This design comes from an exercise in tuning for small area, a short achievable clock period and few clock cycles on the open sky130 flow, not from production work.

==> build 72 <==
==> flow/design.v (excerpt) <==
module tally_core (
    input  wire        clk,
    input  wire        rst,
    output wire [15:0] imem_addr,
    input  wire [13:0] imem_rdata,
    output wire        dmem_req,
    output wire        dmem_we,
    output wire        dmem_pair,
    output wire        dmem_ap,
    output wire [47:0] dmem_addr,
    output wire [63:0] dmem_wdata,
    input  wire        dmem_ack,
    input  wire        dmem_err,
    input  wire [63:0] dmem_rdata,
    input  wire        ev_door,    
    input  wire [6:0]  ev_set,     
    output wire        fatal
);
export LEC_CHECK = 0
export CAP_MARGIN = 20
export CORE_MARGIN = 2
export CORE_UTILIZATION = 40
export SLEW_MARGIN = 20
create_clock -name core_clock -period 20.0 [get_ports {clk}]
run.sh (not shown) runs the stock make flow with config.mk's settings and CLKGATE_MAP_FILE= SYNTH_SCRIPT=/design/flow/synth_recipe.tcl, a recipe that flattens the netlist after the stock synthesis.
==> inputs of build 58, as changes to build 72 <==
--- a/flow/design.v
+++ b/flow/design.v
@@ -63,15 +63,15 @@
 );
     localparam [31:0] EVACK_ADDR = 32'h0004_0010;
     reg [15:0] pc;           
     reg [15:0] npc;          
     reg        fv;           
     reg [13:0] ir;           
     reg        irv;
-    reg        pred;         
+    reg [15:0] tgt_q;        
     reg [15:0] sel_a, sel_b; 
     reg [13:0] bw;           
     reg        bv;
     reg [35:0] ext;          
     reg [1:0]  npre;         
     reg        st_mem;       
     reg        st_pre;       
@@ -86,19 +86,15 @@
     reg [31:0] eaddr;
     reg [16:0] apbase;
     reg [7:1]  evp;
     reg [7:0]  evmask;
     reg [31:0] steps;
     reg [31:0] m_addr;       
     reg [31:0] wlo, whi;     
-    reg [31:0] ms, mc;       
-    reg        mcy;          
-    reg [31:0] mlo;          
-    reg        m_we, m_pair;
-    reg [15:0] ldsel;        
+    reg [31:0] mhi, mlo;     
     reg        door_q;       
     reg        fresh;        
     reg        fatal_r;
     wire [7:0] evpend = {evp, door_q};
     wire [13:0] w      = ir;
     wire [1:0]  fmt    = w[13:12];
     wire [1:0]  sub    = w[11:10];
@@ -187,44 +183,40 @@
     wire        alu_cout, alu_vout;
     tally_alu u_alu (
         .op(alu_op), .a(rda), .b(alu_b), .c_in(fC),
         .result(alu_res), .cout(alu_cout), .vout(alu_vout)
     );
     wire        mul_first = !st_mul;
     wire [31:0] mul_src   = mul_first ? rdb : mlo;
-    wire [39:0] acs = mul_first ? 40'd0 : {8'd0, ms};
-    wire [39:0] acc = mul_first ? 40'd0 : {8'd0, mc};
+    wire [39:0] mul_acc   = mul_first ? 40'd0 : {8'd0, mhi};
     wire [39:0] pp0 = {8'd0, rda & {32{mul_src[0]}}};
     wire [39:0] pp1 = {7'd0, rda & {32{mul_src[1]}}, 1'd0};
     wire [39:0] pp2 = {6'd0, rda & {32{mul_src[2]}}, 2'd0};
     wire [39:0] pp3 = {5'd0, rda & {32{mul_src[3]}}, 3'd0};
     wire [39:0] pp4 = {4'd0, rda & {32{mul_src[4]}}, 4'd0};
     wire [39:0] pp5 = {3'd0, rda & {32{mul_src[5]}}, 5'd0};
     wire [39:0] pp6 = {2'd0, rda & {32{mul_src[6]}}, 6'd0};
     wire [39:0] pp7 = {1'd0, rda & {32{mul_src[7]}}, 7'd0};
-    wire [39:0] s1a = acs ^ acc ^ pp0;
-    wire [39:0] c1a = {(acs[38:0] & acc[38:0]) | (acs[38:0] & pp0[38:0]) | (acc[38:0] & pp0[38:0]), 1'b0};
-    wire [39:0] s1b = pp1 ^ pp2 ^ pp3;
-    wire [39:0] c1b = {(pp1[38:0] & pp2[38:0]) | (pp1[38:0] & pp3[38:0]) | (pp2[38:0] & pp3[38:0]), 1'b0};
-    wire [39:0] s1c = pp4 ^ pp5 ^ pp6;
-    wire [39:0] c1c = {(pp4[38:0] & pp5[38:0]) | (pp4[38:0] & pp6[38:0]) | (pp5[38:0] & pp6[38:0]), 1'b0};
+    wire [39:0] s1a = mul_acc ^ pp0 ^ pp1;
+    wire [39:0] c1a = {(mul_acc[38:0] & pp0[38:0]) | (mul_acc[38:0] & pp1[38:0]) | (pp0[38:0] & pp1[38:0]), 1'b0};
+    wire [39:0] s1b = pp2 ^ pp3 ^ pp4;
+    wire [39:0] c1b = {(pp2[38:0] & pp3[38:0]) | (pp2[38:0] & pp4[38:0]) | (pp3[38:0] & pp4[38:0]), 1'b0};
+    wire [39:0] s1c = pp5 ^ pp6 ^ pp7;
+    wire [39:0] c1c = {(pp5[38:0] & pp6[38:0]) | (pp5[38:0] & pp7[38:0]) | (pp6[38:0] & pp7[38:0]), 1'b0};
     wire [39:0] s2a = s1a ^ c1a ^ s1b;
     wire [39:0] c2a = {(s1a[38:0] & c1a[38:0]) | (s1a[38:0] & s1b[38:0]) | (c1a[38:0] & s1b[38:0]), 1'b0};
     wire [39:0] s2b = c1b ^ s1c ^ c1c;
     wire [39:0] c2b = {(c1b[38:0] & s1c[38:0]) | (c1b[38:0] & c1c[38:0]) | (s1c[38:0] & c1c[38:0]), 1'b0};
     wire [39:0] s3  = s2a ^ c2a ^ s2b;
     wire [39:0] c3  = {(s2a[38:0] & c2a[38:0]) | (s2a[38:0] & s2b[38:0]) | (c2a[38:0] & s2b[38:0]), 1'b0};
     wire [39:0] s4  = s3 ^ c3 ^ c2b;
     wire [39:0] c4  = {(s3[38:0] & c3[38:0]) | (s3[38:0] & c2b[38:0]) | (c3[38:0] & c2b[38:0]), 1'b0};
-    wire [39:0] s5  = s4 ^ c4 ^ pp7;
-    wire [39:0] c5  = {(s4[38:0] & c4[38:0]) | (s4[38:0] & pp7[38:0]) | (c4[38:0] & pp7[38:0]), 1'b0};
-    wire [8:0]  mul_lo8   = {1'b0, s5[7:0]} + {1'b0, c5[7:0]} + {8'd0, mul_first ? 1'b0 : mcy};
+    wire [39:0] mul_sum   = s4 + c4;
     wire        mul_last  = (mcnt == 3'd4);
-    wire [31:0] mul_hi    = ms + mc + {31'd0, mcy};
-    wire [31:0] mul_res   = w[8] ? mlo : mul_hi;    
+    wire [31:0] mul_res   = w[8] ? mlo : mhi;    
     wire        mem_pair = kind[1];
     wire [31:0] mem_addr = rdb + (mem_pair ? {moff[28:0], 3'b000}
                                            : {moff[29:0], 2'b00});
     wire        mem_populated = (mem_addr[31:17] == 15'd0) ||
                                 (mem_addr[31:12] == 20'h00040) ||
                                 (mem_addr[31:11] == 21'h00082) ||
                                 mem_addr[31];
@@ -252,42 +244,51 @@
     wire active = irv && !fatal_r;
     wire door_use = (ie && evmask[0] && npre == 2'd0) ||
                     (fmt == 2'b10 && sub == 2'b11 &&
                      (sysop == 4'd5 || (sysop == 4'd3 && xidx_ok && xidx == 3'd5)));
     wire hold1  = fresh && door_use;
     wire busy   = st_mem || st_pre || st_mf || st_ev || st_mul || st_wait;
     wire first  = active && !busy && !hold1;
+    wire        early  = first && (fmt == 2'b10) &&
+                         ((sub == 2'b01 && taken) || sub == 2'b10 ||
+                          (sub == 2'b11 && sysop == 4'd2 && w[5:4] == 2'b00 && npre == 2'd0));
+    wire [15:0] etgt   = (sub == 2'b11) ? epc : tgt_q;
     reg        done;         
     reg        redir;        
     reg        fast;         
     reg        exc;          
     reg [1:0]  cause;
     reg        clr_pre;      
     reg [2:0]  sinc;         
     reg        we;           
     reg [3:0]  waddr;
     reg [31:0] wdata;
+    reg        we_hi;        
     reg        set_nz, set_zonly, set_cv, set_c;
     reg [31:0] fres;         
     reg        go_mem, go_mul, go_wait;
     reg        do_pre, do_mtx, do_reti, do_evack;
     always @* begin
         done = 1'b0; redir = 1'b0; fast = 1'b0;
         exc = 1'b0; cause = 2'd1;
         clr_pre = 1'b0; sinc = 3'd0;
-        we = 1'b0; waddr = w[7:4]; wdata = alu_res;
+        we = 1'b0; waddr = w[7:4]; wdata = alu_res; we_hi = 1'b0;
         set_nz = 1'b0; set_zonly = 1'b0; set_cv = 1'b0; set_c = 1'b0;
         fres = alu_res;
         go_mem = 1'b0; go_mul = 1'b0; go_wait = 1'b0;
         do_pre = 1'b0; do_mtx = 1'b0; do_reti = 1'b0; do_evack = 1'b0;
         if (!active) begin
             done = 1'b0;
         end else if (st_mem) begin
             sinc = 3'd1;             
-            if (dmem_ack && !dmem_err) done = 1'b1;
+            if (dmem_ack && !dmem_err) begin
+                done = 1'b1;
+                we = !kind[0]; wdata = dmem_rdata[31:0];
+                we_hi = !kind[0] && kind[1];
+            end
         end else if (st_pre) begin
             done = 1'b0;
         end else if (st_mul) begin
             if (mul_last) begin
                 done = 1'b1; sinc = 3'd3;
                 we = 1'b1; wdata = mul_res;
                 set_nz = 1'b1; fres = mul_res;
@@ -332,15 +333,14 @@
             default: begin  
                 case (sub)
                 2'b00: begin  
                     go_mem = 1'b1;
                 end
                 2'b01: begin  
                     if (taken) begin redir = 1'b1; fast = 1'b1; sinc = 3'd3; end
-                    else if (pred) redir = 1'b1;
                     else done = 1'b1;
                 end
                 2'b10: begin  
                     redir = 1'b1; fast = 1'b1; sinc = 3'd3;
                     we = link; waddr = 4'd15; wdata = {16'd0, npc};
                 end
                 default: begin  
@@ -378,43 +378,37 @@
             endcase
         end
         if (done || redir || exc) clr_pre = !do_pre;
     end
     wire dfault = exc && cause != 2'd3 && !ie;           
     wire adv    = !irv || done;
     wire newpc  = redir || (exc && !dfault);
-    wire [15:0] newtgt = exc ? {vr, 11'd0, cause, 2'b00} :
-                         (fmt == 2'b10 && sub == 2'b01) ? npc : rdb[15:0];
+    wire [15:0] newtgt = exc ? {vr, 11'd0, cause, 2'b00} : rdb[15:0];
     wire [13:0] nw      = bv ? bw : imem_rdata;
     wire        ctx_pre = irv && (fmt == 2'b11);       
     wire [15:0] ndisp   = nw[11] ? (ctx_pre ? {ir[6:0], nw[8:0]} : {{7{nw[8]}}, nw[8:0]})
                                  : (ctx_pre ? {ir[9:0], nw[5:0]} : {{10{nw[5]}}, nw[5:0]});
     wire [15:0] ntgt    = pc + ndisp;
-    wire        n_brj   = (nw[13:12] == 2'b10) &&
-                          ((nw[11:10] == 2'b01 && nw[9:6] != 4'd15) || nw[11:10] == 2'b10);
-    wire        n_reti  = (nw[13:10] == 4'b1011) && (nw[9:6] == 4'd2);
-    wire        epc_w   = do_mtx && xidx == 3'd1;
-    wire [15:0] epc_f   = epc_w ? rdb[15:0] : epc;
     wire [3:0]  nra_a   = (nw[13:12] == 2'b01) ? nw[3:0] : nw[7:4];
-    assign imem_addr  = pc;
+    assign imem_addr  = early ? etgt : pc;
     assign dmem_req   = st_mem;
-    assign dmem_we    = m_we;
-    assign dmem_pair  = m_pair;
+    assign dmem_we    = kind[0];
+    assign dmem_pair  = kind[1];
     assign dmem_ap    = m_addr[31];
     assign dmem_addr  = {apbase & {17{m_addr[31]}}, m_addr[30:0]};
     assign dmem_wdata = {whi, wlo};
     assign fatal      = fatal_r;
-    wire ld_ok = st_mem && dmem_ack && !dmem_err;
     integer k;
     always @(posedge clk) begin
         if (!rst && !fatal_r) begin
             for (k = 0; k < 16; k = k + 1) begin
-                if ((we && waddr == k[3:0]) || (ld_ok && ldsel[k]))
-                    rf[k] <= !st_mem ? wdata :
-                             (k[0] && m_pair) ? dmem_rdata[63:32] : dmem_rdata[31:0];
+                if (we && waddr == k[3:0])
+                    rf[k] <= wdata;
+                else if (we_hi && {waddr[3:1], 1'b1} == k[3:0])
+                    rf[k] <= dmem_rdata[63:32];
             end
         end
     end
     always @(posedge clk) begin
         door_q <= ev_door;
         wlo    <= rda;
         whi    <= rdb;
@@ -422,15 +416,15 @@
     always @(posedge clk) begin
         if (rst) begin
             pc      <= 16'h0000;
             npc     <= 16'h0000;
             fv      <= 1'b0;
             ir      <= 14'd0;
             irv     <= 1'b0;
-            pred    <= 1'b0;
+            tgt_q   <= 16'd0;
             sel_a   <= 16'd0;
             sel_b   <= 16'd0;
             bw      <= 14'd0;
             bv      <= 1'b0;
             ext     <= 36'd0;
             npre    <= 2'd0;
             st_mem  <= 1'b0;
@@ -445,50 +439,44 @@
             ecause  <= 2'd0;
             eaddr   <= 32'd0;
             apbase  <= 17'h001FC;
             evp     <= 7'd0;
             evmask  <= 8'd0;
             steps   <= 32'd0;
             m_addr  <= 32'd0;
-            ms      <= 32'd0;
-            mc      <= 32'd0;
-            mcy     <= 1'b0;
+            mhi     <= 32'd0;
             mlo     <= 32'd0;
-            m_we    <= 1'b0;
-            m_pair  <= 1'b0;
-            ldsel   <= 16'd0;
             fresh   <= 1'b0;
             fatal_r <= 1'b0;
         end else begin
             if (do_evack) evp <= (evp & ~rda[7:1]) | ev_set;
             else          evp <= evp | ev_set;
             fresh <= st_mem && dmem_ack;
             if (!fatal_r) begin
                 if (dfault) begin
                     fatal_r <= 1'b1;
                     st_mem  <= 1'b0;
                 end else if (redir && fast) begin
-                    pc  <= pc + 16'd1;       
+                    pc  <= etgt + 16'd1;
                     fv  <= 1'b1;
                     irv <= 1'b0;
                     bv  <= 1'b0;
                 end else if (newpc) begin
                     pc  <= newtgt;
                     fv  <= 1'b0;
                     irv <= 1'b0;
                     bv  <= 1'b0;
                 end else if (adv) begin
                     ir    <= nw;
                     irv   <= bv || fv;
+                    tgt_q <= ntgt;
                     sel_a <= 16'd1 << nra_a;
                     sel_b <= 16'd1 << nw[3:0];
                     bv    <= 1'b0;
-                    pred  <= (bv || fv) && (n_brj || n_reti);
-                    pc    <= !(bv || fv) ? pc + 16'd1 :
-                             n_brj ? ntgt : n_reti ? epc_f : pc + 16'd1;
+                    pc    <= pc + 16'd1;
                     npc   <= pc;
                     fv    <= 1'b1;
                 end else if (!bv) begin
                     bw  <= imem_rdata;
                     bv  <= 1'b1;
                 end
                 if (!st_mem || (dmem_ack && !dmem_err))
@@ -512,27 +500,21 @@
                 if (set_c) fC <= alu_cout;
                 st_mf  <= (go_mem && mem_fault) || (st_mem && dmem_ack && dmem_err);
                 st_ev  <= go_mem && mem_evack;
                 st_pre <= go_mem && !mem_fault && kind == 2'd3;
                 if (go_mem) begin
                     st_mem <= !mem_fault && !mem_evack && kind != 2'd3;
                     m_addr <= mem_addr;
-                    m_we   <= kind[0];
-                    m_pair <= kind[1];
-                    ldsel  <= kind[0] ? 16'd0 :
-                              (16'd1 << w[7:4]) | (kind[1] ? (16'd1 << {w[7:5], 1'b1}) : 16'd0);
                     if (kind == 2'd3) sel_b <= 16'd1 << {w[7:5], 1'b1};
                 end
                 if (st_pre) st_mem <= 1'b1;
                 if (st_mem && dmem_ack) st_mem <= 1'b0;
                 if (go_mul || st_mul) begin
-                    ms   <= s5[39:8];
-                    mc   <= c5[39:8];
-                    mcy  <= mul_lo8[8];
-                    mlo  <= {mul_lo8[7:0], mul_src[31:8]};
+                    mhi  <= mul_sum[39:8];
+                    mlo  <= {mul_sum[7:0], mul_src[31:8]};
                 end
                 if (go_mul) begin
                     st_mul <= 1'b1;
                     mcnt   <= 3'd1;
                 end else if (st_mul) begin
                     mcnt <= mcnt + 3'd1;
                     if (mul_last) st_mul <= 1'b0;
==> impl_results.md <==
- Outcome: finished clean
- Clk pin slew, worst setup/hold paths: 0.06 ns
- Tap cells: 2160
- Synth top area share: 0.237
- CTS Buf Count: 108
- Multiplexer share of the synthesized area: 0.0845
- Layout cells sized above 1: 0.119
- Top achievable clock speed: 108 MHz
# the run above: build 58

==> impl_results.md <==
- Outcome: finished clean
- DR pass1 iterations: 7
- Layout cells sized above 1: 0.0865
- Vias per inst: 6.58
- Clk pin slew, worst setup/hold paths: 0.07 ns
- Multiplexer share of the synthesized area: 0.0479
- Most frequent cell after synthesis: nand2_1
- Mean area per synthesized cell: 9.32 um2
- Top achievable clock speed: approximately 120 MHz
# the run above: build 72

No functional check of the RTL was part of any run of this note.

## port drivers added, routing unchanged
In the flow no input, the clock included, has a driving cell. The finished layouts below were timed again as built, in two steps. Step 1: set_driving_cell puts a clkbuf_16 on clk and a buf_2 on each other input, an assumption about the parent block. Step 2 also shifts input and output timing later by t, the mid clock arrival at the registers, as if the neighbouring blocks saw the same clock. Slacks: ideal / step 1 / step 2; pairs: ideal / step 1.
run | t (ns) | setup WS [ns] | worst register clock-pin slew, ns | pins driven straight from the clock port
build 72 | 0.839 | 11.523 / 11.523 / 11.523 | 0.07 / 0.07 | 1
build 58 | 0.826 | 10.710 / 10.625 / 11.217 | 0.07 / 0.07 | 1
After both steps setup and hold are still met in every run listed.
